Source: an optimization exercise on an open RTL-to-GDS flow (aim: small area, a short achievable clock period and few clock cycles). Production flows keep margins and buffers that such runs may drop. RTL that was checked went through simulation tests only; none was proved equivalent to the original.

==> cedar <==
Design welt_mac, start of the top module:
module welt_mac (
    input  wire        clk,
    input  wire        rst,         
    input  wire        in_valid,
    output wire        in_ready,
    input  wire [31:0] in_a,
    input  wire [31:0] in_b,
    input  wire        in_last,     
    input  wire        in_feed,     
    input  wire [31:0] in_ceil,     
    output wire        out_valid,
    output wire [31:0] out_f32,
    output wire        out_sat,
    output wire        out_clamped,
    output wire        out_nonfinite
);
export LEC_CHECK = 0
export ABC_AREA = 1
export CAP_MARGIN = 20
export CORE_MARGIN = 2
export CORE_UTILIZATION = 40
export PLACE_DENSITY = 0.6
export SLEW_MARGIN = 20
create_clock -name core_clock -period 24.0 [get_ports {clk}]
standard.sh (not shown) runs the stock make flow with config.mk's settings and CLKGATE_MAP_FILE= SYNTH_SCRIPT=/design/flow/synth_recipe.tcl, a recipe that flattens the netlist after the stock synthesis.
==> flow/flow/run.sh <==
#!/bin/bash
set -o pipefail
export BUFFER_PORTS_ARGS="-buffer_cell sky130_fd_sc_hd__buf_2"
export SETUP_SLACK_MARGIN=18.2
export TNS_END_PERCENT=100
bash standard.sh > standard.log 2>&1
==> zinc: changes against cedar <==
--- a/flow/design.v
+++ b/flow/design.v
@@ -12,25 +12,25 @@
     output wire [31:0] out_f32,
     output wire        out_sat,
     output wire        out_clamped,
     output wire        out_nonfinite
 );
     wire accept = in_valid & in_ready;
-    reg  [30:0] cslot0, cslot1;
+    reg  [31:0] cslot0, cslot1;     
     reg         wp, rp;
     reg         busy0, busy1;       
     reg         rdy;                
     wire        st_done;            
     wire        st_next;            
     assign in_ready = rdy;
-    wire take    = accept & in_last & in_feed;
+    wire take  = accept & in_last;
     wire busy0_n = (busy0 & ~(st_done & ~rp)) | (take & ~wp);
     wire busy1_n = (busy1 & ~(st_done &  rp)) | (take &  wp);
     always @(posedge clk) begin
-        if (rdy & ~wp) cslot0 <= in_ceil[30:0];
-        if (rdy &  wp) cslot1 <= in_ceil[30:0];
+        if (rdy & ~wp) cslot0 <= {in_feed, in_ceil[30:0]};
+        if (rdy &  wp) cslot1 <= {in_feed, in_ceil[30:0]};
         if (rst) begin
             wp    <= 1'b0;
             rp    <= 1'b0;
             busy0 <= 1'b0;
             busy1 <= 1'b0;
             rdy   <= 1'b1;
@@ -40,18 +40,17 @@
             busy0 <= busy0_n;
             busy1 <= busy1_n;
             rdy   <= ~(busy0_n & busy1_n) | st_next;
         end
     end
     reg [31:0] a0, b0;
-    reg        v0, l0, f0;
+    reg        v0, l0;
     always @(posedge clk) begin
         a0 <= in_a;
         b0 <= in_b;
         l0 <= in_last;
-        f0 <= in_feed;
         v0 <= accept & ~rst;
     end
     wire       sa = a0[31];
     wire       sb = b0[31];
     wire [7:0] ea = a0[30:23];
     wire [7:0] eb = b0[30:23];
@@ -82,13 +81,13 @@
     wire       big0  = ~kill0 & ge73;                      
     wire       exact73 = (t == 10'sd73) & (sa ^ sb) & ~(|a0[22:0]) & ~(|b0[22:0]);
     wire       clf0  = big0 & ~exact73;                    
     wire       t72_0 = ~kill0 & (t == 10'sd72);
     reg [47:0] ps1, pc1;
     reg [6:0]  sh1;
-    reg        st1, s1, k1, big1, clf1, t72_1, nf1, v1, l1, f1;
+    reg        st1, s1, k1, big1, clf1, t72_1, nf1, v1, l1;
     always @(posedge clk) begin
         ps1   <= ps0;
         pc1   <= pc0;
         sh1   <= t[6:0];
         st1   <= sticky0;
         s1    <= (sa ^ sb) & ~kill0;
@@ -96,66 +95,59 @@
         big1  <= big0;
         clf1  <= clf0;
         t72_1 <= t72_0;
         nf1   <= v0 & nf0;
         v1    <= v0 & ~rst;
         l1    <= l0;
-        f1    <= f0;
     end
     wire [47:0]  p1    = ps1 + pc1;
     wire [119:0] wide  = {72'd0, p1} << sh1;
     wire [70:0]  ipart = wide[118:48];
     wire         guard = wide[47];
     wire big  = big1 | (t72_1 & p1[47]);
     wire clf  = clf1 | (t72_1 & p1[47]);
     wire [70:0] mx = {71{big}} | ({71{~k1}} & ipart);
     wire rnd  = big ? s1 : (~k1 & guard & (st1 | ipart[0]));
     reg  [70:0] x2;
-    reg         s2, c2, cl2, nf2, v2, l2, f2;
+    reg         s2, c2, cl2, nf2, v2, l2;
     always @(posedge clk) begin
         x2  <= mx ^ {71{s1}};
         s2  <= s1;
         c2  <= s1 ^ rnd;
         cl2 <= clf;
         nf2 <= nf1;
         v2  <= v1 & ~rst;
         l2  <= l1;
-        f2  <= f1;
     end
     reg  [71:0] acc;
-    reg         wu, wd;             
+    reg  [5:0]  acc_w;
     reg         acc_cl, acc_nf;
     reg         fst;                
     reg         done3;              
-    reg         f3;
     wire [71:0] acc_b = acc & {72{~fst}};
+    wire [5:0]  w_b   = acc_w & {6{~fst}};
     wire [73:0] sum_c   = {acc_b[71], acc_b, 1'b1} + {s2, s2, x2, c2};
     wire [72:0] sum     = sum_c[73:1];
+    wire        wrap_up = (sum[72:71] == 2'b01);
+    wire        wrap_dn = (sum[72:71] == 2'b10);
+    wire [5:0]  w_inc   = w_b + 6'd1;
+    wire [5:0]  w_dec   = w_b - 6'd1;
     always @(posedge clk) begin
         acc    <= sum[71:0];
-        wu     <= v2 & (sum[72:71] == 2'b01);
-        wd     <= v2 & (sum[72:71] == 2'b10);
+        acc_w  <= wrap_up ? w_inc : wrap_dn ? w_dec : w_b;
         acc_cl <= (acc_cl & ~fst) | (cl2 & v2);
         acc_nf <= (acc_nf & ~fst) | (nf2 & v2);
         fst    <= rst | (v2 & l2) | (fst & ~v2);
         done3  <= v2 & l2 & ~rst;
-        f3     <= f2;
     end
-    reg  [5:0]  lw;
-    reg         fst_d;
-    wire [5:0]  w_now = (lw & {6{~fst_d}}) + {5'd0, wu} - {5'd0, wd};
-    always @(posedge clk) begin
-        lw    <= w_now;
-        fst_d <= fst;
-    end
-    wire        wsat = |w_now;
+    wire        wsat = |acc_w;
     wire        rsat = (acc[71:63] != {9{acc[63]}});
     wire        sat  = wsat | rsat;
-    wire        neg3 = wsat ? w_now[5] : acc[71];
+    wire        neg3 = wsat ? acc_w[5] : acc[71];
     wire [63:0] nacc = ~acc[63:0] + 64'd1;
-    wire [63:0] smag = sat ? {neg3, {63{~neg3}}} : (acc[63] ? nacc : acc[63:0]);
+    wire [63:0] umag = acc[63] ? nacc : acc[63:0];
     function [5:0] lead64(input [63:0] m);
         integer j;
         begin
             lead64 = 6'd0;
             for (j = 0; j < 64; j = j + 1)
                 if (m[j]) lead64 = j[5:0];
@@ -167,66 +159,51 @@
             trail64 = 6'd0;
             for (j = 63; j >= 0; j = j - 1)
                 if (m[j]) trail64 = j[5:0];
         end
     endfunction
     reg  [63:0] m4;
-    reg  [5:0]  tz4;
-    reg         z4, sg4, sat4, cl4, nf4, v4, f4;
+    reg  [5:0]  ld4, tz4;
+    reg         z4, sg4, sat4, cl4, nf4, v4;
     always @(posedge clk) begin
-        m4   <= smag;
+        m4   <= sat ? {neg3, {63{~neg3}}} : umag;
+        ld4  <= sat ? {5'b11111, neg3} : lead64(umag);
         tz4  <= sat ? {6{neg3}} : trail64(acc[63:0]);
         z4   <= ~sat & ~(|acc[63:0]);
         sg4  <= neg3;
         sat4 <= sat;
         cl4  <= acc_cl;
         nf4  <= acc_nf;
         v4   <= done3 & ~rst;
-        f4   <= f3;
     end
-    wire [5:0]  ld   = lead64(m4);
-    wire [5:0]  ns   = ~ld;                        
+    wire [5:0]  ns   = ~ld4;                       
     wire [63:0] n32  = ns[5] ? {m4[31:0], 32'd0}  : m4;
     wire [63:0] n16  = ns[4] ? {n32[47:0], 16'd0} : n32;
     wire [63:0] n8   = ns[3] ? {n16[55:0], 8'd0}  : n16;
     wire [63:0] n4   = ns[2] ? {n8[59:0], 4'd0}   : n8;
     wire [63:0] n2   = ns[1] ? {n4[61:0], 2'd0}   : n4;
     wire [63:0] norm = ns[0] ? {n2[62:0], 1'd0}   : n2;
-    reg  [24:0] mt5;                
-    reg  [5:0]  ld5;
-    reg         st5, z5, sg5, sat5, cl5, nf5, v5, f5;
-    always @(posedge clk) begin
-        mt5  <= norm[63:39];
-        ld5  <= ld;
-        st5  <= ({1'b0, tz4} + 7'd25) <= {1'b0, ld};
-        z5   <= z4;
-        sg5  <= sg4;
-        sat5 <= sat4;
-        cl5  <= cl4;
-        nf5  <= nf4;
-        v5   <= v4 & ~rst;
-        f5   <= f4;
-    end
-    wire        n_up  = mt5[0] & (st5 | mt5[1]);
-    wire [30:0] base  = {{2'b00, ld5} + 8'd79, mt5[23:1]};
+    wire        n_st  = ({1'b0, tz4} + 7'd25) <= {1'b0, ld4};
+    wire        n_up  = norm[39] & (n_st | norm[40]);
+    wire [30:0] base  = {{2'b00, ld4} + 8'd79, norm[62:40]};
     wire [30:0] f31   = base + {30'd0, n_up};
-    wire [30:0] cs    = rp ? cslot1 : cslot0;
-    wire        gt    = base > cs;
-    wire        eq    = base == cs;
-    wire        over  = f5 & ~z5 & (gt | (eq & n_up));
-    wire [30:0] mag31 = z5 ? 31'd0 : over ? cs : f31;
-    assign st_done = v5 & f5;
-    assign st_next = v4 & f4;
+    wire [31:0] cs    = rp ? cslot1 : cslot0;
+    wire        gt    = base > cs[30:0];
+    wire        eq    = base == cs[30:0];
+    wire        over  = cs[31] & ~z4 & (gt | (eq & n_up));
+    wire [30:0] mag31 = z4 ? 31'd0 : over ? cs[30:0] : f31;
+    assign st_done = v4;
+    assign st_next = done3;
     reg [31:0] o_f32;
     reg        o_sat, o_cl, o_nf, o_v;
     always @(posedge clk) begin
-        o_f32 <= {sg5 & ~z5, mag31};
-        o_sat <= sat5 | cl5 | nf5 | over;
-        o_cl  <= cl5;
-        o_nf  <= nf5;
-        o_v   <= v5 & ~rst;
+        o_f32 <= {sg4 & ~z4, mag31};
+        o_sat <= sat4 | cl4 | nf4 | over;
+        o_cl  <= cl4;
+        o_nf  <= nf4;
+        o_v   <= v4 & ~rst;
     end
     assign out_valid     = o_v;
     assign out_f32       = o_f32;
     assign out_sat       = o_sat;
     assign out_clamped   = o_cl;
     assign out_nonfinite = o_nf;
==> flow/flow/run.sh (replaced) <==
#!/bin/bash
# Layout flow: the standard flow (standard synthesis, floorplan, place,
# CTS, route) with two changes in how the layout is made, the SDC being
# the design's:
#  - the port buffers are buf_2 cells (the default pick is a delay cell);
#  - repair_timing runs with a setup margin, so it works on the paths that
#    set the achieved period, and only on the worst few percent of them.
# Each step's full output is in this folder (standard.log and the ORFS
# logs under orfs/logs).
set -o pipefail
export BUFFER_PORTS_ARGS="-buffer_cell sky130_fd_sc_hd__buf_2"
export SETUP_SLACK_MARGIN=18.4
export TNS_END_PERCENT=5
bash standard.sh > standard.log 2>&1
==> harbor: changes against cedar <==
--- a/flow/design.v
+++ b/flow/design.v
@@ -12,25 +12,25 @@
     output wire [31:0] out_f32,
     output wire        out_sat,
     output wire        out_clamped,
     output wire        out_nonfinite
 );
     wire accept = in_valid & in_ready;
-    reg  [30:0] cslot0, cslot1;
+    reg  [31:0] cslot0, cslot1;     
     reg         wp, rp;
     reg         busy0, busy1;       
     reg         rdy;                
     wire        st_done;            
     wire        st_next;            
     assign in_ready = rdy;
-    wire take    = accept & in_last & in_feed;
+    wire take  = accept & in_last;
     wire busy0_n = (busy0 & ~(st_done & ~rp)) | (take & ~wp);
     wire busy1_n = (busy1 & ~(st_done &  rp)) | (take &  wp);
     always @(posedge clk) begin
-        if (rdy & ~wp) cslot0 <= in_ceil[30:0];
-        if (rdy &  wp) cslot1 <= in_ceil[30:0];
+        if (rdy & ~wp) cslot0 <= {in_feed, in_ceil[30:0]};
+        if (rdy &  wp) cslot1 <= {in_feed, in_ceil[30:0]};
         if (rst) begin
             wp    <= 1'b0;
             rp    <= 1'b0;
             busy0 <= 1'b0;
             busy1 <= 1'b0;
             rdy   <= 1'b1;
@@ -40,18 +40,17 @@
             busy0 <= busy0_n;
             busy1 <= busy1_n;
             rdy   <= ~(busy0_n & busy1_n) | st_next;
         end
     end
     reg [31:0] a0, b0;
-    reg        v0, l0, f0;
+    reg        v0, l0;
     always @(posedge clk) begin
         a0 <= in_a;
         b0 <= in_b;
         l0 <= in_last;
-        f0 <= in_feed;
         v0 <= accept & ~rst;
     end
     wire       sa = a0[31];
     wire       sb = b0[31];
     wire [7:0] ea = a0[30:23];
     wire [7:0] eb = b0[30:23];
@@ -82,13 +81,13 @@
     wire       big0  = ~kill0 & ge73;                      
     wire       exact73 = (t == 10'sd73) & (sa ^ sb) & ~(|a0[22:0]) & ~(|b0[22:0]);
     wire       clf0  = big0 & ~exact73;                    
     wire       t72_0 = ~kill0 & (t == 10'sd72);
     reg [47:0] ps1, pc1;
     reg [6:0]  sh1;
-    reg        st1, s1, k1, big1, clf1, t72_1, nf1, v1, l1, f1;
+    reg        st1, s1, k1, big1, clf1, t72_1, nf1, v1, l1;
     always @(posedge clk) begin
         ps1   <= ps0;
         pc1   <= pc0;
         sh1   <= t[6:0];
         st1   <= sticky0;
         s1    <= (sa ^ sb) & ~kill0;
@@ -96,64 +95,57 @@
         big1  <= big0;
         clf1  <= clf0;
         t72_1 <= t72_0;
         nf1   <= v0 & nf0;
         v1    <= v0 & ~rst;
         l1    <= l0;
-        f1    <= f0;
     end
     wire [47:0]  p1    = ps1 + pc1;
     wire [119:0] wide  = {72'd0, p1} << sh1;
     wire [70:0]  ipart = wide[118:48];
     wire         guard = wide[47];
     wire big  = big1 | (t72_1 & p1[47]);
     wire clf  = clf1 | (t72_1 & p1[47]);
     wire [70:0] mx = {71{big}} | ({71{~k1}} & ipart);
     wire rnd  = big ? s1 : (~k1 & guard & (st1 | ipart[0]));
     reg  [70:0] x2;
-    reg         s2, c2, cl2, nf2, v2, l2, f2;
+    reg         s2, c2, cl2, nf2, v2, l2;
     always @(posedge clk) begin
         x2  <= mx ^ {71{s1}};
         s2  <= s1;
         c2  <= s1 ^ rnd;
         cl2 <= clf;
         nf2 <= nf1;
         v2  <= v1 & ~rst;
         l2  <= l1;
-        f2  <= f1;
     end
     reg  [71:0] acc;
-    reg         wu, wd;             
+    reg  [5:0]  acc_w;
     reg         acc_cl, acc_nf;
     reg         fst;                
     reg         done3;              
-    reg         f3;
     wire [71:0] acc_b = acc & {72{~fst}};
+    wire [5:0]  w_b   = acc_w & {6{~fst}};
     wire [73:0] sum_c   = {acc_b[71], acc_b, 1'b1} + {s2, s2, x2, c2};
     wire [72:0] sum     = sum_c[73:1];
+    wire        wrap_up = (sum[72:71] == 2'b01);
+    wire        wrap_dn = (sum[72:71] == 2'b10);
+    wire [5:0]  w_inc   = w_b + 6'd1;
+    wire [5:0]  w_dec   = w_b - 6'd1;
     always @(posedge clk) begin
         acc    <= sum[71:0];
-        wu     <= v2 & (sum[72:71] == 2'b01);
-        wd     <= v2 & (sum[72:71] == 2'b10);
+        acc_w  <= wrap_up ? w_inc : wrap_dn ? w_dec : w_b;
         acc_cl <= (acc_cl & ~fst) | (cl2 & v2);
         acc_nf <= (acc_nf & ~fst) | (nf2 & v2);
         fst    <= rst | (v2 & l2) | (fst & ~v2);
         done3  <= v2 & l2 & ~rst;
-        f3     <= f2;
     end
-    reg  [5:0]  lw;
-    reg         fst_d;
-    wire [5:0]  w_now = (lw & {6{~fst_d}}) + {5'd0, wu} - {5'd0, wd};
-    always @(posedge clk) begin
-        lw    <= w_now;
-        fst_d <= fst;
-    end
-    wire        wsat = |w_now;
+    wire        wsat = |acc_w;
     wire        rsat = (acc[71:63] != {9{acc[63]}});
     wire        sat  = wsat | rsat;
-    wire        neg3 = wsat ? w_now[5] : acc[71];
+    wire        neg3 = wsat ? acc_w[5] : acc[71];
     wire [63:0] nacc = ~acc[63:0] + 64'd1;
     wire [63:0] smag = sat ? {neg3, {63{~neg3}}} : (acc[63] ? nacc : acc[63:0]);
     function [5:0] lead64(input [63:0] m);
         integer j;
         begin
             lead64 = 6'd0;
@@ -167,66 +159,51 @@
             trail64 = 6'd0;
             for (j = 63; j >= 0; j = j - 1)
                 if (m[j]) trail64 = j[5:0];
         end
     endfunction
     reg  [63:0] m4;
-    reg  [5:0]  tz4;
-    reg         z4, sg4, sat4, cl4, nf4, v4, f4;
+    reg  [5:0]  ld4, tz4;
+    reg         z4, sg4, sat4, cl4, nf4, v4;
     always @(posedge clk) begin
         m4   <= smag;
+        ld4  <= lead64(smag);
         tz4  <= sat ? {6{neg3}} : trail64(acc[63:0]);
         z4   <= ~sat & ~(|acc[63:0]);
         sg4  <= neg3;
         sat4 <= sat;
         cl4  <= acc_cl;
         nf4  <= acc_nf;
         v4   <= done3 & ~rst;
-        f4   <= f3;
     end
-    wire [5:0]  ld   = lead64(m4);
-    wire [5:0]  ns   = ~ld;                        
+    wire [5:0]  ns   = ~ld4;                       
     wire [63:0] n32  = ns[5] ? {m4[31:0], 32'd0}  : m4;
     wire [63:0] n16  = ns[4] ? {n32[47:0], 16'd0} : n32;
     wire [63:0] n8   = ns[3] ? {n16[55:0], 8'd0}  : n16;
     wire [63:0] n4   = ns[2] ? {n8[59:0], 4'd0}   : n8;
     wire [63:0] n2   = ns[1] ? {n4[61:0], 2'd0}   : n4;
     wire [63:0] norm = ns[0] ? {n2[62:0], 1'd0}   : n2;
-    reg  [24:0] mt5;                
-    reg  [5:0]  ld5;
-    reg         st5, z5, sg5, sat5, cl5, nf5, v5, f5;
-    always @(posedge clk) begin
-        mt5  <= norm[63:39];
-        ld5  <= ld;
-        st5  <= ({1'b0, tz4} + 7'd25) <= {1'b0, ld};
-        z5   <= z4;
-        sg5  <= sg4;
-        sat5 <= sat4;
-        cl5  <= cl4;
-        nf5  <= nf4;
-        v5   <= v4 & ~rst;
-        f5   <= f4;
-    end
-    wire        n_up  = mt5[0] & (st5 | mt5[1]);
-    wire [30:0] base  = {{2'b00, ld5} + 8'd79, mt5[23:1]};
+    wire        n_st  = ({1'b0, tz4} + 7'd25) <= {1'b0, ld4};
+    wire        n_up  = norm[39] & (n_st | norm[40]);
+    wire [30:0] base  = {{2'b00, ld4} + 8'd79, norm[62:40]};
     wire [30:0] f31   = base + {30'd0, n_up};
-    wire [30:0] cs    = rp ? cslot1 : cslot0;
-    wire        gt    = base > cs;
-    wire        eq    = base == cs;
-    wire        over  = f5 & ~z5 & (gt | (eq & n_up));
-    wire [30:0] mag31 = z5 ? 31'd0 : over ? cs : f31;
-    assign st_done = v5 & f5;
-    assign st_next = v4 & f4;
+    wire [31:0] cs    = rp ? cslot1 : cslot0;
+    wire        gt    = base > cs[30:0];
+    wire        eq    = base == cs[30:0];
+    wire        over  = cs[31] & ~z4 & (gt | (eq & n_up));
+    wire [30:0] mag31 = z4 ? 31'd0 : over ? cs[30:0] : f31;
+    assign st_done = v4;
+    assign st_next = done3;
     reg [31:0] o_f32;
     reg        o_sat, o_cl, o_nf, o_v;
     always @(posedge clk) begin
-        o_f32 <= {sg5 & ~z5, mag31};
-        o_sat <= sat5 | cl5 | nf5 | over;
-        o_cl  <= cl5;
-        o_nf  <= nf5;
-        o_v   <= v5 & ~rst;
+        o_f32 <= {sg4 & ~z4, mag31};
+        o_sat <= sat4 | cl4 | nf4 | over;
+        o_cl  <= cl4;
+        o_nf  <= nf4;
+        o_v   <= v4 & ~rst;
     end
     assign out_valid     = o_v;
     assign out_f32       = o_f32;
     assign out_sat       = o_sat;
     assign out_clamped   = o_cl;
     assign out_nonfinite = o_nf;
==> flow/flow/run.sh (replaced) <==
#!/bin/bash
# Layout flow: the standard flow (standard synthesis, floorplan, place,
# CTS, route) with two changes in how the layout is made, the SDC being
# the design's:
#  - the port buffers are buf_2 cells (the default pick is a delay cell);
#  - repair_timing runs with a setup margin, so it works on the paths that
#    set the achieved period, and only on the worst few percent of them.
# Each step's full output is in this folder (standard.log and the ORFS
# logs under orfs/logs).
set -o pipefail
export BUFFER_PORTS_ARGS="-buffer_cell sky130_fd_sc_hd__buf_2"
export SETUP_SLACK_MARGIN=18.4
export TNS_END_PERCENT=5
bash standard.sh > standard.log 2>&1
CAP_MARGIN = 10   (was 20)
CORE_UTILIZATION = 60   (was 40)
CTS_CLUSTER_DIAMETER = 80   (was default)
CTS_CLUSTER_SIZE = 24   (was default)
PLACE_DENSITY = 0.75   (was 0.6)
SLEW_MARGIN = 10   (was 20)
==> metrics.md <==
| Metric | Value |
|---|---|
| Resize count post-CTS | `21` |
| Hold path start | `l0` |
| Most frequent cells in the layout | `nand2_1, inv_1, xor2_1` |
| R2R cell count | `37` |
| Reg2reg start | `ps1[0]` |
| Status | `no timing/DRC/antenna violations` |
| Final WL | `136,000 µm` |
| Sequential share of cell area | `22.5%` |
| Syn Area/Cell | `7.49 µm²` |
-- figures above: zinc

==> metrics.md <==
| Metric | Value |
|---|---|
| Status | `no timing/DRC/antenna violations` |
| Sequential share of cell area | `24.1%` |
| Resize count post-CTS | `50` |
| Final WL | `141,000 µm` |
| Most frequent cells in the layout | `nand2_1, inv_1, xor2_1` |
| Reg2reg start | `b0[1]` |
| Max FFs per register | `72` |
| Hold path start | `f3` |
| R2R cell count | `13` |
| Post-synth EDFFs | `62` |
| Syn Area/Cell | `7.55 µm²` |
-- figures above: cedar

==> metrics.md <==
| Metric | Value |
|---|---|
| Fin cells | `6,830` |
| Hold path start | `nf1` |
| R2R cell count | `21` |
| DRT iter0 DRCs | `4,148` |
| Resize count post-CTS | `16` |
| Post-synth top cells | `nand2_1, inv_1, xor2_1` |
| Overflow after GRT | `0` |
| CP Cell Sequence | `buf_6` |
| Share of the synthesized area in the top cell type | `20.8%` |
| Status | `no timing/DRC/antenna violations` |
-- figures above: harbor

Testbench counts of harbor, summed over its fixed seeds: cycles 31,764.
No functional check of the RTL was part of cedar and zinc.

[port drivers added, routing unchanged]
The flow's constraints put no driver on any port. The routed layouts listed below were extracted and timed again, unchanged, in two steps. Step 1: set_driving_cell puts a clkbuf_16 on clk and a buf_2 on each other input, an assumption about the parent block. Step 2 times the ports against the registers' clock, not the clock port: input delays grow and output delays shrink by t, the midpoint of the rising clock arrivals with the driver on. a / b / c = ideal ports / drivers / drivers and shift; a / b = the first two.
| run | t (ns) | setup slack, ns | latest minus earliest clock arrival (ns) | worst register clock-pin slew, ns | pins driven straight from the clock port |
|---|---|---|---|---|---|
| cedar | 0.731 | 18.066 / 17.995 / 18.282 | 0.068 / 0.068 | 0.07 / 0.07 | 1 |
| zinc | 0.706 | 18.068 / 17.998 / 18.407 | 0.052 / 0.052 | 0.07 / 0.07 | 1 |
| harbor | 0.637 | 18.130 / 18.066 / 18.316 | 0.047 / 0.047 | 0.10 / 0.10 | 1 |
After both steps setup and hold are still met in every run listed.
